What follows belongs to an exercise in optimizing a design on an open flow for small area, a short achievable clock period and few clock cycles; a production flow would make more cautious choices.
RTL that was checked went through simulation tests only; none was proved equivalent to the original.
No functional check of the RTL was part of run 8.
Power and IR drop assume default switching activity.

[flow/design.v]
module merge_buf (
    input  wire        clk,
    input  wire        rst,           
    input  wire        req_valid,
    output reg         req_ready,
    input  wire [1:0]  req_op,        
    input  wire [15:0] req_addr,      
    input  wire [63:0] req_wdata,
    input  wire [7:0]  req_wmask,     
    input  wire [7:0]  req_wpar,      
    output reg         rsp_valid,
    output reg  [63:0] rsp_data,
    output reg         rsp_poison,
    output reg         rsp_sbe,
    output reg         mem_en,
    output reg         mem_we,
    output reg  [15:0] mem_addr,
    output wire [71:0] mem_wdata,
    input  wire        mem_gnt,       
    input  wire [71:0] mem_rdata
);
    localparam [1:0] OP_WRITE   = 2'd0;
    localparam [1:0] OP_READ    = 2'd1;
    localparam [1:0] OP_BARRIER = 2'd2;
    localparam [511:0] HCOL = 512'hf8c73e3d3b372f1fe0d0c8c4c2c1b0a8a4a2a1989492918c8a898685837068646261585452514c4a49464543383432312c2a292625231c1a191615130e0d0b07;
    localparam [7:0] POISON_MASK = 8'h03;
    function [7:0] check_bits(input [63:0] d);
        integer i;
        begin
            check_bits = 8'h00;
            for (i = 0; i < 64; i = i + 1)
                if (d[i])
                    check_bits = check_bits ^ HCOL[8*i +: 8];
        end
    endfunction
    function [65:0] correct(input [63:0] cw, input [7:0] syn);
        reg [63:0] d;
        reg        sbe;
        integer i;
        begin
            d   = cw;
            sbe = 1'b0;
            for (i = 0; i < 64; i = i + 1)
                if (syn == HCOL[8*i +: 8]) begin
                    d[i] = ~d[i];
                    sbe  = 1'b1;
                end
            for (i = 0; i < 8; i = i + 1)
                if (syn == (8'h01 << i))
                    sbe = 1'b1;
            correct = {(syn != 8'h00) && !sbe, sbe, d};
        end
    endfunction
    function par_err(input [63:0] d, input [7:0] m, input [7:0] p);
        integer b;
        begin
            par_err = 1'b0;
            for (b = 0; b < 8; b = b + 1)
                if (m[b] && ((^d[8*b +: 8]) == p[b]))
                    par_err = 1'b1;
        end
    endfunction
    reg [15:0] e_addr;
    reg [63:0] e_data;
    reg [7:0]  e_mask;      
    reg        e_dirty;     
    reg        e_pois;      
    reg        ld_ent;      
    reg        ld_rsp;      
    reg        rd_wait;     
    wire e_full = &e_mask;
    wire hit    = (e_addr == req_addr);    
    assign mem_wdata = {check_bits(e_data) ^ (e_pois ? POISON_MASK : 8'h00), e_data};
    wire [65:0] rd_dec  = correct(mem_rdata[63:0], check_bits(mem_rdata[63:0]) ^ mem_rdata[71:64]);
    wire [63:0] rd_corr = rd_dec[63:0];
    wire        rd_sbe  = rd_dec[64];
    wire        rd_ded  = rd_dec[65];
    wire is_rd  = req_valid && (req_op == OP_READ);
    wire wperr  = par_err(req_wdata, req_wmask, req_wpar);
    wire busy   = e_dirty && !ld_ent;             
    wire rd_hold = rd_wait || (busy && !e_full);  
    wire rd_sel = req_op[0] && !rd_hold;
    always @(*) begin
        mem_en   = rd_sel ? req_valid : busy;
        mem_we   = !rd_sel && e_full;
        mem_addr = rd_sel ? req_addr : e_addr;
    end
    wire wb_gnt   = busy && e_full && mem_gnt;
    wire wb_now   = !rd_sel && wb_gnt;                       
    wire fill_now = !rd_sel && busy && !e_full && mem_gnt;   
    wire clean = !e_dirty || wb_gnt;
    always @(*) begin
        if (req_op[0])
            req_ready = mem_gnt && !rd_hold && !(hit && e_dirty);
        else
            req_ready = clean || (hit && !req_op[1]);
    end
    wire is_wr      = req_valid && (req_op == OP_WRITE);
    wire acc_wr_hit = is_wr && hit;
    wire acc_wr_new = is_wr && !hit && clean;
    wire acc_rd     = is_rd && req_ready;
    integer b;
    always @(posedge clk) begin
        rsp_data   <= rd_corr;
        rsp_poison <= rd_ded;
        rsp_sbe    <= rd_sbe;
    end
    always @(posedge clk) begin
        if (rst) begin
            e_mask    <= 8'h00;
            e_pois    <= 1'b0;
            e_dirty   <= 1'b0;
            ld_ent    <= 1'b0;
            ld_rsp    <= 1'b0;
            rd_wait   <= 1'b0;
            rsp_valid <= 1'b0;
        end else begin
            ld_ent    <= fill_now;
            ld_rsp    <= acc_rd;
            rsp_valid <= ld_rsp;
            rd_wait   <= is_rd && hit && e_dirty && !wb_now;
            if (wb_now)
                e_dirty <= 1'b0;
            if (ld_ent) begin
                for (b = 0; b < 8; b = b + 1)
                    if (!e_mask[b])
                        e_data[8*b +: 8] <= rd_corr[8*b +: 8];
                e_mask <= 8'hff;
                if (rd_ded)
                    e_pois <= 1'b1;
            end
            if (acc_wr_hit) begin
                for (b = 0; b < 8; b = b + 1)
                    if (req_wmask[b])
                        e_data[8*b +: 8] <= req_wdata[8*b +: 8];
                if (!ld_ent)
                    e_mask <= e_mask | req_wmask;
                e_dirty <= 1'b1;
                if (&req_wmask)
                    e_pois <= wperr;
                else if (wperr)
                    e_pois <= 1'b1;
            end
            if (acc_wr_new) begin
                e_addr  <= req_addr;
                e_data  <= req_wdata;
                e_mask  <= req_wmask;
                e_dirty <= 1'b1;
                e_pois  <= wperr;
            end
        end
    end
endmodule
[flow/flow/run.sh]
#!/bin/bash
# Standard layout, with plain buf_1 cells as the port buffers and timing repair aimed
# 6.5 ns below the clock period. make's full output goes to flow_make.log; ORFS's
# per-step logs stay under orfs/logs/.
set -euo pipefail
bash standard.sh "BUFFER_PORTS_ARGS=-buffer_cell sky130_fd_sc_hd__buf_1" "SETUP_SLACK_MARGIN=6.5" finish > flow_make.log 2>&1
[flow/standard.sh]
#!/bin/bash
# synth_recipe.tcl (not shown) runs the flow's synth.tcl, then flattens the netlist and writes it again
# the make line also repeats each setting of config.mk as NAME=value (left out here)
make -C /OpenROAD-flow-scripts/flow DESIGN_CONFIG=/design/flow/config.mk WORK_HOME=/design/flow/orfs CLKGATE_MAP_FILE= SYNTH_SCRIPT=/design/flow/synth_recipe.tcl "${@:-finish}"
[flow/config.mk]
export PLATFORM = sky130hd
export DESIGN_NAME = merge_buf
export DESIGN_NICKNAME = merge_buf
export VERILOG_FILES = /design/flow/design.v
export SDC_FILE = /design/flow/constraint.sdc
export NUM_CORES = 4
export LEC_CHECK = 0
export CAP_MARGIN = 20
export CORE_MARGIN = 2
export CORE_UTILIZATION = 25
export SLEW_MARGIN = 20
[flow/constraint.sdc]
create_clock -name core_clock -period 13.0 [get_ports {clk}]
set_input_delay 2.6000 -clock core_clock [delete_from_list [all_inputs] [get_ports {clk}]]
set_output_delay 2.6000 -clock core_clock [all_outputs]
set_load 0.01 [all_outputs]
==> impl_metrics.ini, run 1 <==
[final_layout]
nets = 1638
syn_to_final_growth_pct = 23.8
drive_gt1_share_pct = 5.48
final_area_um2 = 13700
stdcell_count = 2072
layout_common_cells = 319 x buf_1, 298 x xnor2_1, 175 x nand2_1
final_common_cell = buf_1

[floorplanning]
start_util_pct = 25.2
die_area_um2 = 46000
die_w_um = 215
io-pin-count = 332
core_area_um2 = 44000
die_h_um = 215
row_count = 77

[worst_setup_path]
crit_type = in2out
worst-path-max-fanout = 3
reg2reg_depth = 8
arrival_ns = 3.89
required_ns = 10.40
crit_chain = buf_8 -> xor2_2 -> nor4_2 -> nand4_1 -> nor2_1 -> nor2_1 -> o21ai_1 -> buf_2
setup.worst_path.end = req_ready
cp.depth = 8
cp-start-kind = primary input
cpMostUsedCell = nor2_1
worst-path-buf-inv = 2
r2r-start = e_addr[7]$_DFFE_PP_
path_delay_family = simple AND/OR/NAND/NOR gates
rrSetupSlack_ns = 9.78
worstReg2RegEnd = e_data[12]$_DFFE_PN_
cp_slowest_cell = nor4_2
crit_path_max_incr_delay_ns = 0.32
crit_start = req_addr[15]
worstSetupEndpointType = output port

[yosys]
ys.flop_type = edfxtp_1
synth_top_cell_by_area = xnor2_1
ys_top_cells_by_area = xnor2_1 24%, edfxtp_1 22%, dfxtp_1 14%
avgSynthCellArea_um2 = 9.68
synthCells = 1145
synth_fp_nets = 1319
yosysUniqueCellTypes = 61
synth_seq_area_share_pct = 36.1
synth_area_um2 = 11100
ys_ff_latch = 160
yosysWarnings = 1
async_reset_ff_share_pct = 0
yosysTopAreaCellShare_pct = 23.6
synth_edf_count = 80

[power]
power_density_nw_per_um2 = 201
p_sw_share_pct = 48.3
intPower_mw = 1.42
switchingPower_mw = 1.33
p_clk_share_pct = 19.7
leakage_nw = 4.99
total_power_mw = 2.75
pwr-share-comb_pct = 56.9
pwr-share-seq_pct = 23.4
peakVddDrop_mv = 0.0863

[detailed_routing]
routedWlPerCell_um = 23.9
viasPerCell = 4.74
wl_mm = 49.6
ant_nets = 0
vias = 9830
drt_iter0_drc = 882
drt-pass1-iter-count = 6
drc = 0

[sta]
slew_violations = 0
final_hold_viol_count = 0
rsz0062_at_grt = true
holdWs_ns = 0.446
tns_ns = 0
setup_violations = 0
fin_crit_ns = 6.49
timing.fmax_mhz = 154
worst_pin_slew_ns = 1.01
finalClockSkew_ns = 0.0227
finalCritPeriodShare_pct = 49.9
maxSlewHeadroom_pct = 32.9

[place]
post-place-cells = 2034
place.gp.congestion = 0.947
dpl.hpwl_mm = 41.2
io_buffers = 331
postPlaceCellArea_um2 = 12900

[global_routing]
grt_util_met3_pct = 4.14
grt_busiest_layer = met2
use_met1_pct = 26.9
grt_max_degree = 67
use_met2_pct = 35.3
grt_usage_pct = 21.3
gr-total-overflow = 0
grt_pass1_vias = 9658
antenna_found_initial = 2
grt_pass1_wl_mm = 69.6

[clocking]
cts.sinks = 160
cts_hold_buf = 0
htreeDepth = 4
cts_buffers = 17
worstSkewPairLatency_ns = 0.49
tritoncts = yes
cts.path.max_buffers = 2
cts.reportedPaths.clkPinSlew_ns = 0.06
root_buffer = clkbuf_16

[hold_path]
hold_path_class = reg2reg

[job]
cap_violations = 0

[outcome]
status = timing/DRC/antenna clean
[logic make-up after synthesis]
logic type / synth area share [%]
AOI/OAI and AO/OA: 7.40
DFF: 36.1
and+or+nand+nor: 13.0
xor gates and xnor gates: 35.7
buffers and inverters: 1.83
muxes: 5.94
[state kept, by name, indices dropped and copies added, names as in the netlist]
name,count
rd_wait,1
rsp_sbe,1
rsp_poison,1
e_dirty,1
rsp_valid,1
ld_ent,1
e_data,64
ld_rsp,1
e_mask,8
e_addr,16
rsp_data,64
e_pois,1
[how the worst min path moves through the flow]
| stage | startpoint | end | slack, ns | cells past startpoint |
|---|---|---|---|---|
| after floorplan | ld_rsp$_SDFF_PP0_ | rsp_valid$_SDFF_PP0_ | 0.41 | 1 |
| after global placement | ld_rsp$_SDFF_PP0_ | rsp_valid$_SDFF_PP0_ | 0.42 | 1 |
| after detailed placement | ld_rsp$_SDFF_PP0_ | rsp_valid$_SDFF_PP0_ | 0.43 | 1 |
| after CTS | ld_rsp$_SDFF_PP0_ | rsp_valid$_SDFF_PP0_ | 0.45 | 1 |
| after global routing | ld_rsp$_SDFF_PP0_ | rsp_valid$_SDFF_PP0_ | 0.45 | 1 |
| final | ld_rsp$_SDFF_PP0_ | rsp_valid$_SDFF_PP0_ | 0.45 | 1 |
[cell usage after synthesis (all sizes together) (3+ instances only)]
| cell | instances |
|---|---|
| nor2b | 12 |
| nand2b | 11 |
| o2111ai | 3 |
| nand4 | 12 |
| dfxtp | 80 |
| o21ai | 75 |
| mux2 | 3 |
| mux2i | 62 |
| a21oi | 19 |
| nand2 | 175 |
| a22oi | 7 |
| nor4 | 6 |
| o31ai | 7 |
| and2 | 6 |
| nand3 | 26 |
| inv | 8 |
| xnor2 | 303 |
| nor3 | 3 |
| xnor3 | 18 |
| nor2 | 58 |
| clkbuf | 11 |
| a22o | 3 |
| buf | 27 |
| a32oi | 3 |
| edfxtp | 80 |
| xor2 | 92 |
| or3 | 3 |
| nand3b | 5 |
[routing by layer]
layer	share of wire (%)	wire, um	vias up
met5	0.026	13	-
met4	3.7	1850	2
met3	5.6	2760	85
met2	48	23600	458
met1	43	21300	4777
li1	-	-	4508
[cell type report]
cell class | count | area [um^2]
fillers | 4712 | 30300
multi-input cells | 940 | 6980
flip-flops and latches | 160 | 4000
repair buffers | 337 | 1360
well taps | 592 | 741
clock buffers | 17 | 425
clock inverters | 15 | 173
inverters | 8 | 30.0
diodes | 3 | 7.51
[repair_timing]
item | in CTS | in global routing
endpoints found under the setup margin | 18 | 18
cloned | 0 | 1
resized for setup | 16 | 29
setup buffers | 2 | 0
pin swaps | 9 | 12
[through the flow]
step                util [%]  setup WS, ns
global route            31.2          6.39
global placement        29.4          6.12
detailed placement      29.4          6.07
finish                  31.2          6.51
CTS                     30.9          6.39
floorplan                  -          6.74
[power groups by stage]
stage	Combinational, mW	Sequential (mW)	Clock, mW
floorplan	1.05	0.649	0
global placement	1.54	0.656	0
detailed placement	1.53	0.655	0
CTS	1.53	0.645	0.553
global route	1.64	0.648	0.568
finish	1.57	0.644	0.541
Testbench counts, summed over its fixed seeds: cycles 131,111.
==> run 2: changes to the inputs <==
--- a/flow/config.mk
+++ b/flow/config.mk
@@ -7,5 +7,6 @@
 export LEC_CHECK = 0
 export CAP_MARGIN = 20
 export CORE_MARGIN = 2
-export CORE_UTILIZATION = 25
+export CORE_UTILIZATION = 60
+export CTS_BUF_LIST = sky130_fd_sc_hd__clkbuf_8
 export SLEW_MARGIN = 20
==> impl_metrics.ini, run 2 <==
[outcome]
status = timing/DRC/antenna clean

[worst_setup_path]
required_ns = 10.40
worstSetupEndpointType = output port
crit_type = in2out
worst-path-buf-inv = 2
crit_path_max_incr_delay_ns = 0.33
r2r-start = e_addr[7]$_DFFE_PP_
path_delay_family = simple AND/OR/NAND/NOR gates
cp.depth = 8
cp-start-kind = primary input
rrSetupSlack_ns = 9.91
worst-path-max-fanout = 4
crit_start = req_addr[8]
worstReg2RegEnd = e_data[52]$_DFFE_PN_
reg2reg_depth = 8
arrival_ns = 4.00
cp_slowest_cell = nor4_4
cpMostUsedCell = nor2_1
setup.worst_path.end = req_ready
crit_chain = buf_6 -> xor2_2 -> nor4_4 -> nand4_1 -> nor2_1 -> nor2_1 -> o21ai_1 -> buf_2

[global_routing]
grt_usage_pct = 39.6
gr-total-overflow = 0
antenna_found_initial = 0
grt_pass1_vias = 9635
grt_pass1_wl_mm = 58.6
grt_max_degree = 35

[final_layout]
reg_top3 = e_data: 64 flops, rsp_data: 64 flops, e_addr: 16 flops
nets = 1639
utilization_pct = 72.1
fillers = 1458
drive_gt1_share_pct = 4.80
layout_common_cells = 324 x buf_1, 298 x xnor2_1, 175 x nand2_1
register_area_um2 = 4000
syn_to_final_growth_pct = 17.3
multiInputGateArea_um2 = 6910
final_common_cell = buf_1

[sta]
finalClockSkew_ns = 0.0219
rsz0062_at_grt = true
slew_violations = 0
finalWorstSetupSlack_ns = 6.40
maxSlewHeadroom_pct = 37.6
holdWs_ns = 0.461
final_hold_viol_count = 0
timing.fmax_mhz = 151
fin_crit_ns = 6.60
finalCritPeriodShare_pct = 50.8
worst_pin_slew_ns = 0.932
tns_ns = 0
setup_violations = 0

[detailed_routing]
drt_iter0_drc = 1398
routedWlPerCell_um = 23.3
wl_mm = 39.8
vias = 10131
ant_nets = 0
drc = 0
viasPerCell = 5.93
drt-pass1-iter-count = 8

[yosys]
yosysMostFrequentCell = xnor2_1
synth_edf_count = 80
synthTopCellsByCount = 298 x xnor2_1, 175 x nand2_1, 91 x xor2_1, 80 x dfxtp_1, 80 x edfxtp_1
yosysTopAreaCellShare_pct = 23.6
ys.flop_type = edfxtp_1
async_reset_ff_share_pct = 0
ys_ff_latch = 160
synth_seq_area_share_pct = 36.1
yosysWarnings = 1
synth_fp_nets = 1319
synth_area_um2 = 11100
ys_top_cells_by_area = xnor2_1 24%, edfxtp_1 22%, dfxtp_1 14%
synthCells = 1145
avgSynthCellArea_um2 = 9.68
synth_top_cell_by_area = xnor2_1
yosysUniqueCellTypes = 61

[clocking]
cts.sinks = 160
tritoncts = yes
worstSkewPairLatency_ns = 0.48
root_buffer = clkbuf_8
cts.path.max_buffers = 2
cts_hold_buf = 0
htreeDepth = 4
cts.reportedPaths.clkPinSlew_ns = 0.10
cts_buffers = 17

[floorplanning]
die_area_um2 = 19600
row_count = 49
die_h_um = 140
die_w_um = 140
core_area_um2 = 18000
start_util_pct = 61.5
io-pin-count = 332

[place]
place.gp.congestion = 1.06
io_buffers = 331
pre_cts_ws_ns = 6.06
dpl.hpwl_mm = 31.3

[hold_path]
hold_path_class = reg2reg

[power]
leakage_nw = 4.88
peakVddDrop_mv = 0.200
power_density_nw_per_um2 = 196

[job]
cap_violations = 0
run 2: cell types whose count changed in the layout (fill, tap and decap cells not counted), sizes merged:
| cell | change |
|---|---|
| o21a | -1 |
| clkbuf | -1 |
| clkinvlp | -3 |
| buf | +3 |
| diode | -2 |
| bufinv | -2 |
| inv | -4 |
| clkinv | +9 |
run 2: worst min path at each step:
stage                                 start                    to  slack (ns)  depth (start not counted)
after detailed placement  ld_rsp$_SDFF_PP0_  rsp_valid$_SDFF_PP0_        0.43                          1
after global routing      ld_rsp$_SDFF_PP0_  rsp_valid$_SDFF_PP0_        0.47                          1
final                     ld_rsp$_SDFF_PP0_  rsp_valid$_SDFF_PP0_        0.46                          1
after floorplan           ld_rsp$_SDFF_PP0_  rsp_valid$_SDFF_PP0_        0.41                          1
after CTS                 ld_rsp$_SDFF_PP0_  rsp_valid$_SDFF_PP0_        0.46                          1
after global placement    ld_rsp$_SDFF_PP0_  rsp_valid$_SDFF_PP0_        0.42                          1
run 2: cells by family after synthesis:
| kind of cell | count (synthesis) | share of synthesized area [%] |
|---|---|---|
| xor+xnor | 415 | 35.7 |
| simple gates | 325 | 13.0 |
| buf+inv | 46 | 1.83 |
| flops | 160 | 36.1 |
| mux | 65 | 5.94 |
| compound gates | 134 | 7.40 |
run 2: stage by stage:
step | cell area (um^2) | power (mW) | instances
final | 13000 | 2.55 | 1708
after global routing | 13000 | 2.65 | 1707
after CTS | 13000 | 2.49 | 1707
after detailed placement | 12500 | 2.10 | 1672
after global placement | 12500 | 2.12 | 1671
after floorplan | 11100 | 1.70 | 1145
run 2: layout make-up:
type | instances | share of cell area, %
well taps | 229 | 2.20
diodes | 1 | 0.0192
clock buffers | 17 | 1.80
inverters | 8 | 0.231
flip-flops and latches | 160 | 30.8
clock inverters | 15 | 1.57
multi-input cells | 939 | 53.1
repair buffers | 339 | 10.2
run 2: layer usage:
layer / share of wire, % / track usage [%]
met5: 0 / 0
met1: 39 / 53.5
met3: 11 / 8.17
met2: 46 / 63.5
met4: 3.8 / 14.4
run 2: power by group:
part / switching, mW / internal [mW] / total, mW / leakage, nW
clock: 0.246 / 0.151 / 0.397 / 0.214
sequential: 0.0482 / 0.587 / 0.635 / 1.45
combinational: 0.979 / 0.540 / 1.52 / 3.22
run 2: what timing repair did:
action                                 in CTS  in global routing
endpoints found under the hold margin       0                  0
buffers inserted                            3                  0
setup endpoints to repair                  18                 14
resized for setup                          13                  5
pin swaps                                  10                  6
==> run 3: changes to the inputs <==
--- a/flow/config.mk
+++ b/flow/config.mk
@@ -7,6 +7,6 @@
 export LEC_CHECK = 0
 export CAP_MARGIN = 20
 export CORE_MARGIN = 2
-export CORE_UTILIZATION = 60
+export CORE_UTILIZATION = 45
 export CTS_BUF_LIST = sky130_fd_sc_hd__clkbuf_8
 export SLEW_MARGIN = 20
==> impl_metrics.ini, run 3 <==
[yosys]
synth_fp_nets = 1319
ys_ff_latch = 160
synth_top_cell_by_area = xnor2_1
synthCells = 1145
avgSynthCellArea_um2 = 9.68
synth_seq_area_share_pct = 36.1
ys_top_cells_by_area = xnor2_1 24%, edfxtp_1 22%, dfxtp_1 14%
yosysTopAreaCellShare_pct = 23.6
synthTopCellsByCount = 298 x xnor2_1, 175 x nand2_1, 91 x xor2_1, 80 x dfxtp_1, 80 x edfxtp_1
synth_edf_count = 80
async_reset_ff_share_pct = 0
synth_area_um2 = 11100
ys.flop_type = edfxtp_1
yosysMostFrequentCell = xnor2_1
yosysUniqueCellTypes = 61
yosysWarnings = 1

[power]
p_sw_share_pct = 49.0
power_density_nw_per_um2 = 194
peakVddDrop_mv = 0.188
p_clk_share_pct = 15.6
pwr-share-seq_pct = 25.0
pwr-share-comb_pct = 59.4
leakage_nw = 4.86
intPower_mw = 1.30
switchingPower_mw = 1.24

[worst_setup_path]
worstSetupEndpointType = output port
required_ns = 10.40
cp_slowest_cell = nor4_2
worst-path-buf-inv = 2
crit_path_max_incr_delay_ns = 0.33
crit_type = in2out
cp-start-kind = primary input
worst-path-max-fanout = 3
cpMostUsedCell = nor2_1
path_delay_family = simple AND/OR/NAND/NOR gates
crit_chain = buf_8 -> xor2_2 -> nor4_2 -> nand4_1 -> nor2_1 -> nor2_1 -> o21ai_1 -> buf_2
arrival_ns = 3.86

[global_routing]
grt_pass1_vias = 9107
antenna_found_initial = 0
grt_max_degree = 67
grt_usage_pct = 30.0
grt_pass1_wl_mm = 57.5
gr-total-overflow = 0

[place]
pre_cts_ws_ns = 6.21
io_buffers = 331
place.gp.congestion = 0.994
dpl.hpwl_mm = 32.3

[clocking]
cts.path.max_buffers = 2
cts_buffers = 17
root_buffer = clkbuf_8
htreeDepth = 4
worstSkewPairLatency_ns = 0.48
tritoncts = yes
cts.sinks = 160
cts.reportedPaths.clkPinSlew_ns = 0.10

[floorplanning]
core_area_um2 = 24200
die_w_um = 161
start_util_pct = 45.7
die_h_um = 161
io-pin-count = 332
die_area_um2 = 25900
row_count = 57

[final_layout]
final_common_cell = buf_1
nets = 1637
drive_gt1_share_pct = 4.67
fillers = 2342
num_antenna_cells = 0
layout_common_cells = 327 x buf_1, 298 x xnor2_1, 175 x nand2_1
syn_to_final_growth_pct = 18.2
reg_top3 = e_data: 64 flops, rsp_data: 64 flops, e_addr: 16 flops

[sta]
finalClockSkew_ns = 0.0209
maxSlewHeadroom_pct = 36.0
tns_ns = 0
rsz0062_at_grt = true
final_hold_viol_count = 0
finalWorstSetupSlack_ns = 6.54
finalCritPeriodShare_pct = 49.7
fin_crit_ns = 6.46
timing.fmax_mhz = 155
setup_violations = 0
slew_violations = 0
worst_pin_slew_ns = 0.959

[detailed_routing]
drt-pass1-iter-count = 6
wl_mm = 39.7
routedWlPerCell_um = 22.1
drt_iter0_drc = 983
vias = 9606
viasPerCell = 5.34
drc = 0
ant_nets = 0

[hold_path]
hold_path_class = reg2reg

[outcome]
status = timing/DRC/antenna clean

[job]
cap_violations = 0
[run 3: cell counts after synthesis]
No cell type changed its count.
[run 3: final timing paths]
path / from / end / slack [ns] / depth (start not counted)
hold / removal: ld_rsp$_SDFF_PP0_ / rsp_valid$_SDFF_PP0_ / 0.46 / 1
setup reg to reg: e_addr[7]$_DFFE_PP_ / e_data[52]$_DFFE_PN_ / 9.99 / 8
hold reg to reg: ld_rsp$_SDFF_PP0_ / rsp_valid$_SDFF_PP0_ / 0.46 / 1
setup / recovery: req_addr[7] / req_ready / 6.54 / 8
[run 3: area by class of cell]
| cell class | count | area, um^2 | area share (%) |
|---|---|---|---|
| clock inverters | 15 | 193 | 1.47 |
| well taps | 324 | 405 | 3.09 |
| multi-input cells | 939 | 6930 | 52.9 |
| repair buffers | 337 | 1310 | 10.0 |
| inverters | 8 | 30.0 | 0.229 |
| clock buffers | 17 | 234 | 1.79 |
| flip-flops and latches | 160 | 4000 | 30.6 |
[run 3: per-layer routing]
metal	GRT usage (%)	up-vias	part of all wire [%]
li1	-	4488	-
met1	40.6	4564	42
met2	49.9	487	48
met3	4.26	67	7.0
met4	9.17	0	2.8
met5	0	-	0
[run 3: kinds of logic after synthesis]
| logic type | synth area share, % |
|---|---|
| AOI/OAI and AO/OA | 7.40 |
| buffers and inverters | 1.83 |
| and+or+nand+nor | 13.0 |
| muxes | 5.94 |
| DFF | 36.1 |
| xor gates and xnor gates | 35.7 |
[run 3: repair_timing]
action / 4_1_cts / 5_1_grt
buffers inserted: 1 / 0
gates resized for setup: 5 / 17
pin swaps: 2 / 9
endpoints found under the setup margin: 18 / 1
hold buffers: 0 / 0
[run 3: power by group through the flow]
stage	sequential [mW]	combinational, mW	clock (mW)
2_1_floorplan	0.649	1.05	0
3_3_place_gp	0.646	1.48	0
3_5_place_dp	0.645	1.47	0
4_1_cts	0.634	1.47	0.400
5_1_grt	0.638	1.60	0.421
6_report	0.635	1.51	0.398
[run 3: per-stage QoR]
| stage | power [mW] | cells | hold WS, ns | utilization [%] | instance area [um^2] |
|---|---|---|---|---|---|
| finish | 2.54 | 1800 | 0.459 | 54.0 | 13100 |
| global placement | 2.12 | 1767 | 0.423 | 51.9 | 12600 |
| floorplan | 1.70 | 1145 | 0.414 | - | 11100 |
| global route | 2.66 | 1800 | 0.476 | 54.0 | 13100 |
| detailed placement | 2.11 | 1767 | 0.437 | 52.0 | 12600 |
| CTS | 2.51 | 1800 | 0.461 | 53.8 | 13000 |
==> run 4: changes to the inputs <==
--- a/flow/design.v
+++ b/flow/design.v
@@ -78,7 +78,7 @@
     wire is_rd  = req_valid && (req_op == OP_READ);
     wire wperr  = par_err(req_wdata, req_wmask, req_wpar);
     wire busy   = e_dirty && !ld_ent;             
-    wire rd_hold = rd_wait || (busy && !e_full);  
+    wire rd_hold = rd_wait || (busy && !e_full && e_mask != 8'h0f);
     wire rd_sel = req_op[0] && !rd_hold;
     always @(*) begin
         mem_en   = rd_sel ? req_valid : busy;
--- a/flow/config.mk
+++ b/flow/config.mk
@@ -8,5 +8,4 @@
 export CAP_MARGIN = 20
 export CORE_MARGIN = 2
 export CORE_UTILIZATION = 45
-export CTS_BUF_LIST = sky130_fd_sc_hd__clkbuf_8
 export SLEW_MARGIN = 20
==> impl_metrics.ini, run 4 <==
[sta]
finalClockSkew_ns = 0.0116
slew_violations = 0
rsz0062_at_grt = true
setup_violations = 0
fin_crit_ns = 6.52
timing.fmax_mhz = 153
finalCritPeriodShare_pct = 50.1
worst_pin_slew_ns = 0.869
maxSlewHeadroom_pct = 42.1
tns_ns = 0
holdWs_ns = 0.440
final_hold_viol_count = 0

[place]
io_buffers = 331
dpl.hpwl_mm = 34.9
place.gp.congestion = 0.984

[worst_setup_path]
r2r-start = e_addr[15]$_DFFE_PP_
worstReg2RegEnd = e_pois$_SDFF_PP0_
rrSetupSlack_ns = 9.96
cp-start-kind = primary input
arrival_ns = 3.92
crit_type = in2out
reg2reg_depth = 9
required_ns = 10.40
worstSetupEndpointType = output port
worst-path-max-fanout = 3

[detailed_routing]
drc = 0
vias = 10041
drt-pass1-iter-count = 6
viasPerCell = 5.51
ant_nets = 0
routedWlPerCell_um = 23.9
drt_iter0_drc = 914
wl_mm = 43.6

[power]
leakage_nw = 5.02
power_density_nw_per_um2 = 220
peakVddDrop_mv = 0.296

[final_layout]
num_antenna_cells = 0
final_common_cell = buf_1
nets = 1653
layout_common_cells = 328 x buf_1, 295 x xnor2_1, 175 x nand2_1
drive_gt1_share_pct = 4.69
reg_top3 = e_data: 64 flops, rsp_data: 64 flops, e_addr: 16 flops
syn_to_final_growth_pct = 19.5

[clocking]
cts.sinks = 160
cts.reportedPaths.clkPinSlew_ns = 0.07
htreeDepth = 4
root_buffer = clkbuf_16
cts_hold_buf = 0
cts.path.max_buffers = 2
cts_buffers = 17
tritoncts = yes
worstSkewPairLatency_ns = 0.44

[yosys]
synthSimpleGateAreaFrac_pct = 12.8
ys_top_cells_by_area = xnor2_1 23%, edfxtp_1 21%, dfxtp_1 14%
synth_top_cell_by_area = xnor2_1
synth-compound-area-share_pct = 7.94
yosysTopAreaCellShare_pct = 22.8
synth_seq_area_share_pct = 35.3
synth_edf_count = 80
synthTopCellsByCount = 295 x xnor2_1, 175 x nand2_1, 84 x xor2_1, 80 x dfxtp_1, 80 x edfxtp_1
synth_area_um2 = 11300
synthMuxAreaShare_pct = 5.21
async_reset_ff_share_pct = 0
synth_xor_area_share_pct = 37.2
ys.flop_type = edfxtp_1
synthCells = 1160
yosysWarnings = 1
synth_top_family_by_area = XOR/XNOR gates
yosysUniqueCellTypes = 59
avgSynthCellArea_um2 = 9.78
ys_ff_latch = 160
yosysMostFrequentCell = xnor2_1
synth_fp_nets = 1334
synthAdderAreaFrac_pct = 0

[global_routing]
grt_usage_pct = 32.6
grt_pass1_vias = 9540
grt_pass1_wl_mm = 62.8
antenna_found_initial = 0
gr-total-overflow = 0
grt_max_degree = 44

[floorplanning]
row_count = 58
io-pin-count = 332
core_area_um2 = 25000
die_area_um2 = 26500
start_util_pct = 45.4
die_h_um = 163
die_w_um = 163

[hold_path]
hold_path_class = reg2reg
min_to = rsp_valid$_SDFF_PP0_
whs_path_depth = 1
hold_start = ld_rsp$_SDFF_PP0_

[job]
cap_violations = 0

[outcome]
status = timing/DRC/antenna clean
[run 4: layout make-up]
cell class / count / area (um^2)
Inverter: 4 / 15.0
Clock buffer: 17 / 425
Multi-Input combinational cell: 959 / 7200
Fill cell: 2390 / 11400
Clock inverter: 15 / 208
Timing Repair Buffer: 337 / 1290
Tap cell: 330 / 413
Sequential cell: 160 / 4000
[run 4: worst max path at each step]
stage                             from              endpoint  slack (ns)
after CTS                 req_addr[15]             req_ready        6.51
after floorplan              req_op[0]          mem_addr[10]        6.75
after global routing      req_addr[11]             req_ready        6.41
after detailed placement  mem_rdata[9]  e_data[15]$_DFFE_PN_        6.16
final                     req_addr[15]             req_ready        6.48
after global placement    mem_rdata[9]  e_data[15]$_DFFE_PN_        6.02
[run 4: report_power, final]
group,internal [mW],leakage [nW],switching [mW]
logic,0.612,3.28,1.20
registers,0.589,1.45,0.0529
clock network,0.265,0.299,0.262
[run 4: repair_timing]
action | 4_1_cts | 5_1_grt
pin swaps | 4 | 0
endpoints found under the setup margin | 18 | 12
resized for setup | 7 | 4
setup buffers | 2 | 0
[run 4: cells by family (layout without fill, tap and decap cells)]
kind of cell	after synthesis	in the layout
xor gates and xnor gates	420	420
and+or+nand+nor	331	331
DFF	160	160
AOI/OAI and AO/OA	149	149
muxes	59	59
buffers and inverters	41	373
[run 4: through the flow]
stage	util (%)	worst slack (ns)	std cells	power (mW)	area [um^2]
final	54.3	6.48	1822	2.98	13600
after global routing	54.3	6.41	1822	3.12	13600
after CTS	54.2	6.51	1822	2.94	13500
after detailed placement	51.5	6.16	1788	2.41	12900
after global placement	51.5	6.02	1788	2.43	12900
after floorplan	-	6.75	1160	1.89	11300
[run 4: critical path: stages]
cell     delay (ns)
buf_2          0.12
xor2_1         0.16
nor4_2         0.32
nand4_1        0.20
inv_1          0.12
nand2_1        0.09
nand3_1        0.08
o21ai_1        0.07
buf_2          0.14
[run 4: layer usage]
layer / GRT usage, % / up-vias / part of all wire [%]
met5: 0 / - / 0
met4: 10.2 / 0 / 3.4
met3: 4.56 / 85 / 7.4
met2: 54.2 / 527 / 48
met1: 43.9 / 4834 / 42
li1: - / 4595 / -
Testbench counts of run 4, summed over its fixed seeds: cycles 129,583.
==> run 5: changes to the inputs <==
--- a/flow/config.mk
+++ b/flow/config.mk
@@ -8,4 +8,5 @@
 export CAP_MARGIN = 20
 export CORE_MARGIN = 2
 export CORE_UTILIZATION = 45
+export CTS_BUF_LIST = sky130_fd_sc_hd__clkbuf_8
 export SLEW_MARGIN = 20
==> impl_metrics.ini, run 5 <==
[yosys]
synth_top_cell_by_area = xnor2_1
yosysTopAreaCellShare_pct = 22.8
ys.flop_type = edfxtp_1
synth_seq_area_share_pct = 35.3
ys_top_cells_by_area = xnor2_1 23%, edfxtp_1 21%, dfxtp_1 14%
avgSynthCellArea_um2 = 9.78
synth_area_um2 = 11300
yosysMostFrequentCell = xnor2_1
synth_fp_nets = 1334
ys_ff_latch = 160
yosysWarnings = 1
synthCells = 1160
synth_edf_count = 80
synthTopCellsByCount = 295 x xnor2_1, 175 x nand2_1, 84 x xor2_1, 80 x dfxtp_1, 80 x edfxtp_1
async_reset_ff_share_pct = 0
yosysUniqueCellTypes = 59

[clocking]
cts.reportedPaths.clkPinSlew_ns = 0.11
tritoncts = yes
cts_hold_buf = 0
worstSkewPairLatency_ns = 0.48
cts_buffers = 17
root_buffer = clkbuf_8
cts.path.max_buffers = 2
htreeDepth = 4
cts.sinks = 160

[worst_setup_path]
crit_type = in2out
required_ns = 10.40
crit_start = req_addr[15]
cp-start-kind = primary input
worstSetupEndpointType = output port
arrival_ns = 3.90
r2r-start = e_addr[15]$_DFFE_PP_
worst-path-max-fanout = 3
reg2reg_depth = 9

[final_layout]
nets = 1653
final_area_um2 = 13400
layout_common_cells = 328 x buf_1, 295 x xnor2_1, 175 x nand2_1
drive_gt1_share_pct = 4.69
syn_to_final_growth_pct = 17.9
reg_top3 = e_data: 64 flops, rsp_data: 64 flops, e_addr: 16 flops
fillers = 2408
utilization_pct = 53.6
final_common_cell = buf_1
stdcell_count = 1823

[sta]
tns_ns = 0
holdWs_ns = 0.446
finalCritPeriodShare_pct = 50.0
worst_pin_slew_ns = 0.877
final_hold_viol_count = 0
finalClockSkew_ns = 0.0203
maxSlewHeadroom_pct = 41.5
timing.fmax_mhz = 154
fin_crit_ns = 6.50
finalWorstSetupSlack_ns = 6.50
slew_violations = 0
setup_violations = 0
rsz0062_at_grt = true

[power]
pwr-share-comb_pct = 63.6
pwr-share-seq_pct = 22.5
switchingPower_mw = 1.51
total_power_mw = 2.86
power_density_nw_per_um2 = 214
intPower_mw = 1.35
leakage_nw = 4.94
peakVddDrop_mv = 0.302
p_clk_share_pct = 14.0
p_sw_share_pct = 52.7

[place]
place.gp.congestion = 0.984
pre_cts_ws_ns = 6.16
post-place-cells = 1788
io_buffers = 331
postPlaceCellArea_um2 = 12900
dpl.hpwl_mm = 34.9

[detailed_routing]
drt_iter0_drc = 986
ant_nets = 0
routedWlPerCell_um = 23.8
vias = 9992
drc = 0
viasPerCell = 5.48
wl_mm = 43.4
drt-pass1-iter-count = 7

[floorplanning]
die_area_um2 = 26500
core_area_um2 = 25000
die_h_um = 163
die_w_um = 163
io-pin-count = 332
start_util_pct = 45.4
row_count = 58

[global_routing]
grt_pass1_wl_mm = 62.4
grt_usage_pct = 32.4
grt_pass1_vias = 9473
antenna_found_initial = 0
grt_max_degree = 44
gr-total-overflow = 0

[outcome]
status = timing/DRC/antenna clean

[hold_path]
hold_path_class = reg2reg
whs_path_depth = 1
hold_start = ld_rsp$_SDFF_PP0_

[job]
cap_violations = 0
[run 5: cell counts after synthesis]
No cell type changed its count.
[run 5: final timing paths]
check	endpoint	slack, ns
min reg2reg	rsp_valid$_SDFF_PP0_	0.45
min	rsp_valid$_SDFF_PP0_	0.45
max reg2reg	e_pois$_SDFF_PP0_	9.94
max	req_ready	6.50
[run 5: power by group through the flow]
stage                     Clock (mW)  Combinational (mW)  Sequential [mW]
after floorplan                    0                1.23            0.652
after CTS                      0.403                1.76            0.641
after global routing           0.425                1.92            0.645
after detailed placement           0                1.76            0.652
final                          0.399                1.82            0.642
after global placement             0                1.78            0.653
[run 5: kinds of logic (layout without fill, tap and decap cells)]
logic type | count (synthesis) | count (layout) | synth area share, %
other | 0 | 1 | 0
AOI/OAI and AO/OA | 149 | 149 | 7.94
muxes | 59 | 59 | 5.21
DFF | 160 | 160 | 35.3
buffers and inverters | 41 | 373 | 1.60
and+or+nand+nor | 331 | 331 | 12.8
xor gates and xnor gates | 420 | 420 | 37.2
[run 5: what timing repair did]
action / in CTS / in global routing
buffers inserted: 2 / 0
setup endpoints to repair: 18 / 11
cloned: 0 / 0
resized for setup: 7 / 4
pin swaps: 4 / 2
[run 5: worst max-delay path: stages]
cell,delay (ns)
buf_2,0.12
xor2_1,0.16
nor4_2,0.32
nand4_1,0.20
inv_1,0.12
nand2_1,0.08
nand3_1,0.08
o21ai_1,0.07
buf_2,0.14
[run 5: cell type report]
type	count	area [um^2]	area share, %
well taps	330	413	3.09
diodes	1	2.50	0.0187
clock inverters	15	208	1.55
flip-flops and latches	160	4000	29.9
inverters	4	15.0	0.112
multi-input cells	959	7200	53.9
clock buffers	17	234	1.75
repair buffers	337	1290	9.66
[run 5: layer usage]
| layer | vias to the layer above | global-route usage, % | share of wire [%] |
|---|---|---|---|
| met4 | 0 | 9.53 | 3.2 |
| met2 | 503 | 54.2 | 47 |
| met3 | 78 | 4.58 | 6.9 |
| li1 | 4598 | - | - |
| met5 | - | 0 | 0 |
| met1 | 4813 | 43.8 | 42 |
==> run 6: changes to the inputs <==
--- a/flow/config.mk
+++ b/flow/config.mk
@@ -7,6 +7,6 @@
 export LEC_CHECK = 0
 export CAP_MARGIN = 20
 export CORE_MARGIN = 2
-export CORE_UTILIZATION = 45
+export CORE_UTILIZATION = 35
 export CTS_BUF_LIST = sky130_fd_sc_hd__clkbuf_8
 export SLEW_MARGIN = 20
==> impl_metrics.ini, run 6 <==
[outcome]
status = timing/DRC/antenna clean

[final_layout]
fillers = 3209
num_antenna_cells = 0
utilization_pct = 43.3
nets = 1681
register_area_um2 = 4000
layout_common_cells = 321 x buf_1, 295 x xnor2_1, 175 x nand2_1
final_common_cell = buf_1
stdcell_count = 1922
multiInputGateArea_um2 = 7250
syn_to_final_growth_pct = 21.1
drive_gt1_share_pct = 7.37
reg_top3 = e_data: 64 flops, rsp_data: 64 flops, e_addr: 16 flops

[place]
post-place-cells = 1861
place.gp.congestion = 0.952
dpl.hpwl_mm = 37.8
io_buffers = 331

[floorplanning]
start_util_pct = 35.8
core_area_um2 = 31700
die_h_um = 184
row_count = 65
die_area_um2 = 33900
io-pin-count = 332
die_w_um = 184

[power]
p_clk_share_pct = 13.5
total_power_mw = 2.89
p_sw_share_pct = 52.0
pwr-share-comb_pct = 64.2
power_density_nw_per_um2 = 210
leakage_nw = 5.09
pwr-share-seq_pct = 22.3
intPower_mw = 1.39
switchingPower_mw = 1.50
peakVddDrop_mv = 0.149

[detailed_routing]
drc = 0
ant_nets = 0
wl_mm = 47.1
routedWlPerCell_um = 24.5
drt_iter0_drc = 904
drt-pass1-iter-count = 7
vias = 10163
viasPerCell = 5.29

[yosys]
synth_fp_nets = 1334
yosysWarnings = 1
yosysTopAreaCellShare_pct = 22.8
synth_top_cell_by_area = xnor2_1
synth_seq_area_share_pct = 35.3
synthTopCellsByCount = 295 x xnor2_1, 175 x nand2_1, 84 x xor2_1, 80 x dfxtp_1, 80 x edfxtp_1
async_reset_ff_share_pct = 0
ys_top_cells_by_area = xnor2_1 23%, edfxtp_1 21%, dfxtp_1 14%
synth_area_um2 = 11300
ys_ff_latch = 160
ys.flop_type = edfxtp_1
yosysUniqueCellTypes = 59
synth_edf_count = 80
yosysMostFrequentCell = xnor2_1
avgSynthCellArea_um2 = 9.78
synthCells = 1160

[sta]
finalClockSkew_ns = 0.0193
timing.fmax_mhz = 151
tns_ns = 0
finalCritPeriodShare_pct = 50.9
final_hold_viol_count = 0
worst_pin_slew_ns = 0.901
setup_violations = 0
rsz0062_at_grt = true
maxSlewHeadroom_pct = 39.5
slew_violations = 0
fin_crit_ns = 6.62

[clocking]
cts.reportedPaths.clkPinSlew_ns = 0.10
cts.sinks = 160
tritoncts = yes
worstSkewPairLatency_ns = 0.48
htreeDepth = 4
cts_hold_buf = 0
cts_buffers = 17
cts.path.max_buffers = 2
root_buffer = clkbuf_8

[global_routing]
antenna_found_initial = 0
grt_pass1_vias = 9933
grt_pass1_wl_mm = 66.0
grt_usage_pct = 27.1
gr-total-overflow = 0
grt_max_degree = 58

[worst_setup_path]
cp_slowest_cell = nor4_2
arrival_ns = 4.02
crit_type = in2out
worstSetupEndpointType = output port
crit_path_max_incr_delay_ns = 0.30
crit_start = req_addr[2]
reg2reg_depth = 32
cp-start-kind = primary input
rrSetupSlack_ns = 8.20
crit_chain = buf_6 -> xor2_1 -> nor4_2 -> nand4_1 -> buf_4 -> nor2_2 -> nor2_1 -> o21ai_1 -> buf_2
required_ns = 10.40
worst-path-max-fanout = 3
worstReg2RegEnd = rd_wait$_SDFF_PP0_
r2r-start = e_addr[15]$_DFFE_PP_

[hold_path]
min_to = rsp_valid$_SDFF_PP0_
whs_path_depth = 1
hold_start = ld_rsp$_SDFF_PP0_
hold_path_class = reg2reg

[job]
cap_violations = 0
==> run 6: worst max-delay path by stage <==
| stage | endpoint | slack [ns] | cells past startpoint |
|---|---|---|---|
| floorplan | mem_addr[10] | 6.75 | 6 |
| global placement | e_data[3]$_DFFE_PN_ | 6.07 | 10 |
| detailed placement | e_data[38]$_DFFE_PN_ | 6.16 | 11 |
| CTS | req_ready | 6.50 | 9 |
| global route | req_ready | 6.28 | 9 |
| finish | req_ready | 6.38 | 9 |
==> run 6: cell families (layout without fill, tap and decap cells) <==
group	after synthesis	after routing	share of synthesized area [%]
buf+inv	41	401	1.60
mux	59	59	5.21
simple gates	331	331	12.8
compound gates	149	149	7.94
flops	160	160	35.3
xor+xnor	420	420	37.2
==> run 6: critical path: cells and delay by family <==
family                 cells  cell delay, ns
XOR/XNOR                   1            0.16
buffers and inverters      3            0.45
AO/OA/AOI/OAI              1            0.17
AND/OR/NAND/NOR            4            0.65
==> run 6: power by group through the flow <==
| stage | clock network [mW] | registers [mW] | logic, mW |
|---|---|---|---|
| 6_report | 0.390 | 0.643 | 1.85 |
| 3_5_place_dp | 0 | 0.653 | 1.79 |
| 4_1_cts | 0.397 | 0.642 | 1.80 |
| 2_1_floorplan | 0 | 0.652 | 1.23 |
| 3_3_place_gp | 0 | 0.653 | 1.82 |
| 5_1_grt | 0.412 | 0.647 | 1.96 |
==> run 6: per-stage QoR <==
stage,worst slack (ns),hold slack [ns],instance area (um^2)
2_1_floorplan,6.75,0.414,11300
6_report,6.38,0.454,13700
3_5_place_dp,6.16,0.438,13000
5_1_grt,6.28,0.472,13700
3_3_place_gp,6.07,0.436,13000
4_1_cts,6.50,0.457,13600
==> run 6: metal layers <==
metal | GRT usage, % | vias up | wire (um)
met5 | 0 | - | 0
met4 | 9.02 | 0 | 1430
met3 | 7.45 | 70 | 4210
met2 | 45.1 | 510 | 22500
met1 | 33.8 | 4951 | 19000
li1 | - | 4632 | -
==> run 6: cell type report <==
cell class                 count  share of cell area [%]
clock buffer                  18                    1.80
clock inverter                14                    1.11
inverter                       4                   0.109
multi-input combinational    959                    52.7
sequential                   160                    29.1
tap                          402                    3.66
timing repair buffer         365                    11.4
==> run 6: timing repair <==
item | in CTS | in global routing
endpoints found under the setup margin | 18 | 22
hold endpoints to repair | 0 | 0
pin swaps | 7 | 13
buffers inserted | 26 | 3
resized for setup | 14 | 30
==> run 7: changes to the inputs <==
--- a/flow/design.v
+++ b/flow/design.v
@@ -78,7 +78,7 @@
     wire is_rd  = req_valid && (req_op == OP_READ);
     wire wperr  = par_err(req_wdata, req_wmask, req_wpar);
     wire busy   = e_dirty && !ld_ent;             
-    wire rd_hold = rd_wait || (busy && !e_full && e_mask != 8'h0f);
+    wire rd_hold = rd_wait || (busy && !e_full);  
     wire rd_sel = req_op[0] && !rd_hold;
     always @(*) begin
         mem_en   = rd_sel ? req_valid : busy;
==> flow/run.sh (new file) <==
#!/bin/bash
# synth_recipe.tcl (not shown) runs the flow's synth.tcl, then flattens the netlist and writes it again
# the make line also repeats each setting of config.mk as NAME=value (left out here)
make -C /OpenROAD-flow-scripts/flow DESIGN_CONFIG=/design/flow/config.mk WORK_HOME=/design/flow/orfs CLKGATE_MAP_FILE= SYNTH_SCRIPT=/design/flow/synth_recipe.tcl finish
--- a/flow/config.mk
+++ b/flow/config.mk
@@ -7,6 +7,7 @@
 export LEC_CHECK = 0
 export CAP_MARGIN = 20
 export CORE_MARGIN = 2
-export CORE_UTILIZATION = 35
+export CORE_UTILIZATION = 45
 export CTS_BUF_LIST = sky130_fd_sc_hd__clkbuf_8
+export SETUP_SLACK_MARGIN = 5
 export SLEW_MARGIN = 20
removed: flow/flow/run.sh
removed: flow/standard.sh
==> impl_metrics.ini, run 7 <==
[outcome]
status = timing/DRC/antenna clean

[place]
io_buffers = 331
pre_cts_ws_ns = 5.50
post-place-cells = 1766
place.gp.congestion = 0.961
dpl.hpwl_mm = 34.2
postPlaceCellArea_um2 = 14700

[floorplanning]
die_h_um = 161
die_w_um = 161
die_area_um2 = 25900
start_util_pct = 45.7
row_count = 57
io-pin-count = 332
core_area_um2 = 24200

[detailed_routing]
ant_nets = 0
wl_met2_mm = 20.0
drc = 0
wl_met1_mm = 17.5
drt-pass1-iter-count = 8
viasPerCell = 5.36
dr_wl_met3_mm = 2.77
drt_iter0_drc = 911
vias = 9632
dr.max_layer_used = met4
routedWlPerCell_um = 23.1
wl_mm = 41.5

[clocking]
post-cts-setup-buffers = 0
root_buffer = clkbuf_8
cts.path.max_buffers = 2
htreeDepth = 4
tritoncts = yes
worstSkewPairLatency_ns = 0.48
cts.reportedPaths.clkPinSlew_ns = 0.11
cts.sinks = 160
cts_hold_buf = 0
cts_buffers = 17
cts_resized = 0

[sta]
finalCritPeriodShare_pct = 58.3
finalClockSkew_ns = 0.0288
finalWorstSetupSlack_ns = 5.42
timing.fmax_mhz = 132
maxSlewHeadroom_pct = 38.8
slew_violations = 0
worst_pin_slew_ns = 0.914
holdWs_ns = 0.449
final_hold_viol_count = 0
setup_violations = 0
fin_crit_ns = 7.58
tns_ns = 0
rsz0062_at_grt = false

[final_layout]
nets = 1635
fillers = 2147
drive_gt1_share_pct = 3.80
final_common_cell = clkdlybuf4s50_1
layout_common_cells = 331 x clkdlybuf4s50_1, 298 x xnor2_1, 175 x nand2_1
syn_to_final_growth_pct = 36.3
final_area_um2 = 15100
utilization_pct = 62.3
stdcell_count = 1798
num_antenna_cells = 0
reg_top3 = e_data: 64 flops, rsp_data: 64 flops, e_addr: 16 flops

[yosys]
synth_top_cell_by_area = xnor2_1
yosysMostFrequentCell = xnor2_1
async_reset_ff_share_pct = 0
synthCells = 1145
ys_ff_latch = 160
synth_edf_count = 80
ys_top_cells_by_area = xnor2_1 24%, edfxtp_1 22%, dfxtp_1 14%
yosysWarnings = 1
synth_fp_nets = 1319
synth_seq_area_share_pct = 36.1
avgSynthCellArea_um2 = 9.68
ys.flop_type = edfxtp_1
yosysTopAreaCellShare_pct = 23.6
synth_area_um2 = 11100
synthTopCellsByCount = 298 x xnor2_1, 175 x nand2_1, 91 x xor2_1, 80 x dfxtp_1, 80 x edfxtp_1
yosysUniqueCellTypes = 61

[power]
total_power_mw = 2.69
power_density_nw_per_um2 = 178
leakage_nw = 5.73
peakVddDrop_mv = 0.174

[global_routing]
antenna_found_initial = 0
gr-total-overflow = 0
grt_max_degree = 41
grt_usage_pct = 31.8
grt_pass1_wl_mm = 60.6
grt_pass1_vias = 9440

[worst_setup_path]
cpMostUsedCell = clkdlybuf4s50_1
crit_type = in2out
cp.depth = 6
reg2reg_depth = 7
worst-path-max-fanout = 20
crit_path_max_incr_delay_ns = 0.63
cp_slowest_cell = o21a_1
worstSetupEndpointType = output port
cp-start-kind = primary input
worst-path-buf-inv = 2
crit_chain = clkdlybuf4s50_1 -> nor2b_1 -> o21a_1 -> o211ai_1 -> o21ai_0 -> clkdlybuf4s50_1
path_delay_family = buffers and inverters
required_ns = 10.40
arrival_ns = 4.98

[hold_path]
hold_path_class = reg2reg
whs_path_depth = 1

[job]
cap_violations = 0
==> run 7: cell count changes after synthesis, moves of 6 or more <==
cell,change
nand3_1,+11
nor3_1,-17
o21a_1,-9
xnor3_1,-6
xor2_1,+7
==> run 7: cell families after synthesis <==
logic type	synth area share, %
AOI/OAI and AO/OA	7.40
xor gates and xnor gates	35.7
buffers and inverters	1.83
DFF	36.1
muxes	5.94
and+or+nand+nor	13.0
==> run 7: per-layer routing <==
layer | up-vias | GRT usage (%)
met5 | - | 0
met1 | 4628 | 41.6
met4 | 0 | 10.6
met2 | 444 | 53.6
li1 | 4500 | -
met3 | 60 | 5.37
==> run 7: worst paths after layout <==
path	from	to	slack (ns)
hold reg to reg	ld_rsp$_SDFF_PP0_	rsp_valid$_SDFF_PP0_	0.45
setup / recovery	req_op[0]	req_ready	5.42
setup reg to reg	e_addr[7]$_DFFE_PP_	e_data[14]$_DFFE_PN_	10.02
hold / removal	ld_rsp$_SDFF_PP0_	rsp_valid$_SDFF_PP0_	0.45
==> run 7: final cells by class <==
| cell class | instances | area, um^2 | area share [%] |
|---|---|---|---|
| well taps | 324 | 405 | 2.68 |
| flip-flops and latches | 160 | 4000 | 26.5 |
| inverters | 8 | 31.3 | 0.207 |
| multi-input cells | 939 | 6880 | 45.6 |
| repair buffers | 335 | 3340 | 22.1 |
| clock buffers | 17 | 234 | 1.55 |
| clock inverters | 15 | 204 | 1.35 |
==> run 7: worst reg2reg max path, stage by stage (launching register included) <==
cell      delay [ns]
edfxtp_1        0.44
xor2_1          0.16
nor4_1          0.35
nand4_1         0.26
nand3_1         0.62
nand2_1         0.56
nand2_1         0.23
o21ai_0         0.11
==> run 7: power breakdown <==
part           internal (mW)  switching, mW  total [mW]
registers              0.587         0.0448       0.632
logic                  0.699          0.958        1.66
clock network          0.153          0.244       0.397
total                   1.44           1.25        2.69
Testbench counts of run 7, summed over its fixed seeds: cycles 131,111.
==> run 8: changes to the inputs <==
--- a/flow/design.v
+++ b/flow/design.v
@@ -78,22 +78,23 @@
     wire is_rd  = req_valid && (req_op == OP_READ);
     wire wperr  = par_err(req_wdata, req_wmask, req_wpar);
     wire busy   = e_dirty && !ld_ent;             
-    wire rd_hold = rd_wait || (busy && !e_full);  
-    wire rd_sel = req_op[0] && !rd_hold;
+    wire rd_sel = req_op[0] && !rd_wait;
+    wire [15:0] rd_addr = rd_wait ? e_addr : req_addr;
     always @(*) begin
         mem_en   = rd_sel ? req_valid : busy;
         mem_we   = !rd_sel && e_full;
-        mem_addr = rd_sel ? req_addr : e_addr;
+        mem_addr = req_op[0] ? rd_addr : e_addr;
     end
     wire wb_gnt   = busy && e_full && mem_gnt;
     wire wb_now   = !rd_sel && wb_gnt;                       
     wire fill_now = !rd_sel && busy && !e_full && mem_gnt;   
-    wire clean = !e_dirty || wb_gnt;
+    wire clean  = !e_dirty || wb_gnt;
+    wire rd_ok  = mem_gnt && !rd_wait;
     always @(*) begin
         if (req_op[0])
-            req_ready = mem_gnt && !rd_hold && !(hit && e_dirty);
+            req_ready = rd_ok && (!e_dirty || !hit);
         else
-            req_ready = clean || (hit && !req_op[1]);
+            req_ready = clean || (!req_op[1] && hit);
     end
     wire is_wr      = req_valid && (req_op == OP_WRITE);
     wire acc_wr_hit = is_wr && hit;
==> flow/flow/run.sh (new file) <==
#!/bin/bash
# Standard layout, with plain buf_1 cells as the port buffers and timing repair aimed
# 6.5 ns below the clock period. make's full output goes to flow_make.log; ORFS's
# per-step logs stay under orfs/logs/.
set -euo pipefail
bash standard.sh "BUFFER_PORTS_ARGS=-buffer_cell sky130_fd_sc_hd__buf_1" "SETUP_SLACK_MARGIN=6.5" finish > flow_make.log 2>&1
==> flow/standard.sh (new file) <==
#!/bin/bash
# synth_recipe.tcl (not shown) runs the flow's synth.tcl, then flattens the netlist and writes it again
# the make line also repeats each setting of config.mk as NAME=value (left out here)
make -C /OpenROAD-flow-scripts/flow DESIGN_CONFIG=/design/flow/config.mk WORK_HOME=/design/flow/orfs CLKGATE_MAP_FILE= SYNTH_SCRIPT=/design/flow/synth_recipe.tcl "${@:-finish}"
--- a/flow/config.mk
+++ b/flow/config.mk
@@ -7,7 +7,5 @@
 export LEC_CHECK = 0
 export CAP_MARGIN = 20
 export CORE_MARGIN = 2
-export CORE_UTILIZATION = 45
-export CTS_BUF_LIST = sky130_fd_sc_hd__clkbuf_8
-export SETUP_SLACK_MARGIN = 5
+export CORE_UTILIZATION = 25
 export SLEW_MARGIN = 20
removed: flow/run.sh
==> impl_metrics.ini, run 8 <==
[outcome]
status = timing/DRC/antenna clean

[sta]
finalCritPeriodShare_pct = 50.7
slew_violations = 0
tns_ns = 0
rsz0062_at_grt = true
finalClockSkew_ns = 0.0120
final_hold_viol_count = 0
worst_pin_slew_ns = 1.01
finalWorstSetupSlack_ns = 6.41
fin_crit_ns = 6.59
timing.fmax_mhz = 152
maxSlewHeadroom_pct = 33.0
setup_violations = 0

[clocking]
cts_hold_buf = 0
root_buffer = clkbuf_16
cts.sinks = 160
worstSkewPairLatency_ns = 0.45
cts_buffers = 17
tritoncts = yes
cts.reportedPaths.clkPinSlew_ns = 0.06
cts.path.max_buffers = 2
htreeDepth = 4

[worst_setup_path]
rrSetupSlack_ns = 10.06
required_ns = 10.40
arrival_ns = 3.99
worstSetupEndpointType = output port
cp-start-kind = primary input
crit_type = in2out
worst-path-max-fanout = 3

[yosys]
synth_edf_count = 80
ys_top_cells_by_area = xnor2_1 24%, edfxtp_1 21%, dfxtp_1 14%
yosysMostFrequentCell = xnor2_1
synth_seq_area_share_pct = 35.5
yosysTopAreaCellShare_pct = 23.6
synthCells = 1158
synthTopCellsByCount = 304 x xnor2_1, 197 x nand2_1, 80 x dfxtp_1, 80 x edfxtp_1, 65 x nor2_1
avgSynthCellArea_um2 = 9.74
async_reset_ff_share_pct = 0
synth_top_cell_by_area = xnor2_1
ys_ff_latch = 160
ys.flop_type = edfxtp_1
yosysUniqueCellTypes = 67
synth_fp_nets = 1332
yosysWarnings = 1
synth_area_um2 = 11300

[power]
intPower_mw = 1.46
switchingPower_mw = 1.42
peakVddDrop_mv = 0.146
leakage_nw = 4.89
pwr-share-seq_pct = 22.3
p_sw_share_pct = 49.3
pwr-share-comb_pct = 59.5
power_density_nw_per_um2 = 209
p_clk_share_pct = 18.3

[final_layout]
multiInputGateArea_um2 = 7060
reg_top3 = e_data: 64 flops, rsp_data: 64 flops, e_addr: 16 flops
fillers = 4725
num_antenna_cells = 0
syn_to_final_growth_pct = 22.6
nets = 1655
layout_common_cells = 322 x buf_1, 304 x xnor2_1, 197 x nand2_1
register_area_um2 = 4000
final_common_cell = buf_1
drive_gt1_share_pct = 6.49

[detailed_routing]
wl_mm = 50.2
routedWlPerCell_um = 24.0
ant_nets = 0
drt_iter0_drc = 787
drt-pass1-iter-count = 5
drc = 0
viasPerCell = 4.72
vias = 9838

[global_routing]
grt_pass1_vias = 9878
grt_usage_pct = 21.1
grt_pass1_wl_mm = 70.0
antenna_found_initial = 2
grt_max_degree = 66
gr-total-overflow = 0

[place]
place.gp.congestion = 0.985
pre_cts_ws_ns = 6.17
dpl.hpwl_mm = 41.8
io_buffers = 331

[hold_path]
hold_path_class = reg2reg

[job]
cap_violations = 0

[floorplanning]
die_area_um2 = 46800
io-pin-count = 332
core_area_um2 = 44400
die_w_um = 216
die_h_um = 216
start_util_pct = 25.4
row_count = 77
run 8: cell types whose count changed after synthesis, sizes merged, moves of 9 or more:
cell / change
buf: -9
mux2i: -34
nand2b: +15
o211ai: +12
xnor2: +10
xnor3: +12
o21ai: -27
o31ai: +19
nor2b: +14
nand3: -21
xor2: -29
nand2: +23
run 8: critical path, cell delays in order:
cell and delay (ns):
buf_2 0.12, xor2_1 0.15, nor4_1 0.31, nand4_1 0.20, buf_4 0.18, o211ai_1 0.15, o21ai_1 0.11, buf_2 0.16
run 8: power groups by stage:
stage          combinational (mW)  clock (mW)  sequential (mW)
4_1_cts                      1.67       0.536            0.644
3_5_place_dp                 1.67           0            0.654
5_1_grt                      1.81       0.553            0.646
3_3_place_gp                 1.69           0            0.655
6_report                     1.71       0.526            0.643
2_1_floorplan                1.15           0            0.651
run 8: metrics by stage:
step | util, % | instance area, um^2 | instances | power, mW | hold slack [ns]
after floorplan | - | 11300 | 1158 | 1.80 | 0.414
after global placement | 29.5 | 13100 | 2050 | 2.35 | 0.436
after detailed placement | 29.5 | 13100 | 2050 | 2.32 | 0.447
after CTS | 31.0 | 13800 | 2084 | 2.85 | 0.457
after global routing | 31.1 | 13800 | 2086 | 3.01 | 0.459
final | 31.1 | 13800 | 2086 | 2.88 | 0.452
run 8: metal layers:
layer / up-vias / global-route usage [%] / wire, um
met5: - / 0 / 24
met4: 4 / 7.58 / 1690
met3: 81 / 5.24 / 3840
met2: 479 / 34.6 / 23600
met1: 4735 / 26.8 / 21000
li1: 4539 / - / -
run 8: cell families (layout without fill, tap and decap cells):
| group | Yosys count | in the layout | share of synthesized area, % |
|---|---|---|---|
| AOI/OAI and AO/OA | 142 | 142 | 8.25 |
| DFF | 160 | 160 | 35.5 |
| muxes | 30 | 30 | 2.68 |
| xor gates and xnor gates | 407 | 407 | 36.5 |
| buffers and inverters | 51 | 387 | 2.36 |
| and+or+nand+nor | 368 | 368 | 14.7 |
run 8: layout make-up:
cell class                      count  share of cell area [%]
Tap cell                          592                    5.36
Inverter                           14                   0.380
Timing Repair Buffer              341                    9.86
Multi-Input combinational cell    947                    51.0
Sequential cell                   160                    29.0
Clock buffer                       22                    3.82
Clock inverter                     10                   0.606
run 8: final timing paths:
check                                    startpoint                    to  cells after the start
worst max-delay path                    req_addr[2]             req_ready                      8
worst min-delay path              ld_rsp$_SDFF_PP0_  rsp_valid$_SDFF_PP0_                      1
worst max register to register  e_addr[5]$_DFFE_PP_  e_data[55]$_DFFE_PN_                      8
worst min register to register    ld_rsp$_SDFF_PP0_  rsp_valid$_SDFF_PP0_                      1
run 8: what timing repair did:
action	in CTS	in global routing
pin swaps	9	5
buffers inserted	2	2
endpoints found under the setup margin	1	2
gates resized for setup	18	8

==> port drivers added, routing unchanged <==
How much do the figures lean on ideal ports? The routed layouts below were timed once more, with nothing changed but the port constraints.
Step 1 assumes that a clkbuf_16 drives the clock port and a buf_2 every other input.
Step 2 moves the port delays by t, midway between the first and last clock arrival at a register: inputs arrive t later, outputs are due t later. That takes back most of the time a late clock gives input paths.
Slacks: ideal ports / drivers / drivers and shift; pairs: ideal ports / drivers.
| run | shift t [ns] | setup slack, ns | slew at the worst register clock pin (ns) |
|---|---|---|---|
| run 1 | 0.537 | 6.509 / 6.466 / 6.118 | 0.10 / 0.10 |
| run 2 | 0.514 | 6.396 / 6.361 / 6.173 | 0.12 / 0.12 |
| run 3 | 0.512 | 6.540 / 6.497 / 6.458 | 0.11 / 0.11 |
| run 4 | 0.484 | 6.483 / 6.461 / 6.162 | 0.08 / 0.08 |
| run 5 | 0.516 | 6.497 / 6.475 / 6.127 | 0.12 / 0.12 |
| run 6 | 0.522 | 6.380 / 6.346 / 5.951 | 0.11 / 0.11 |
| run 7 | 0.508 | 5.424 / 5.388 / 5.388 | 0.12 / 0.12 |
| run 8 | 0.503 | 6.413 / 6.385 / 6.158 | 0.08 / 0.08 |
After both steps every run listed still meets setup and hold. The setup slack of run 6, which loses most, moves by -0.034 ns with the drivers and by -0.429 ns with both steps.
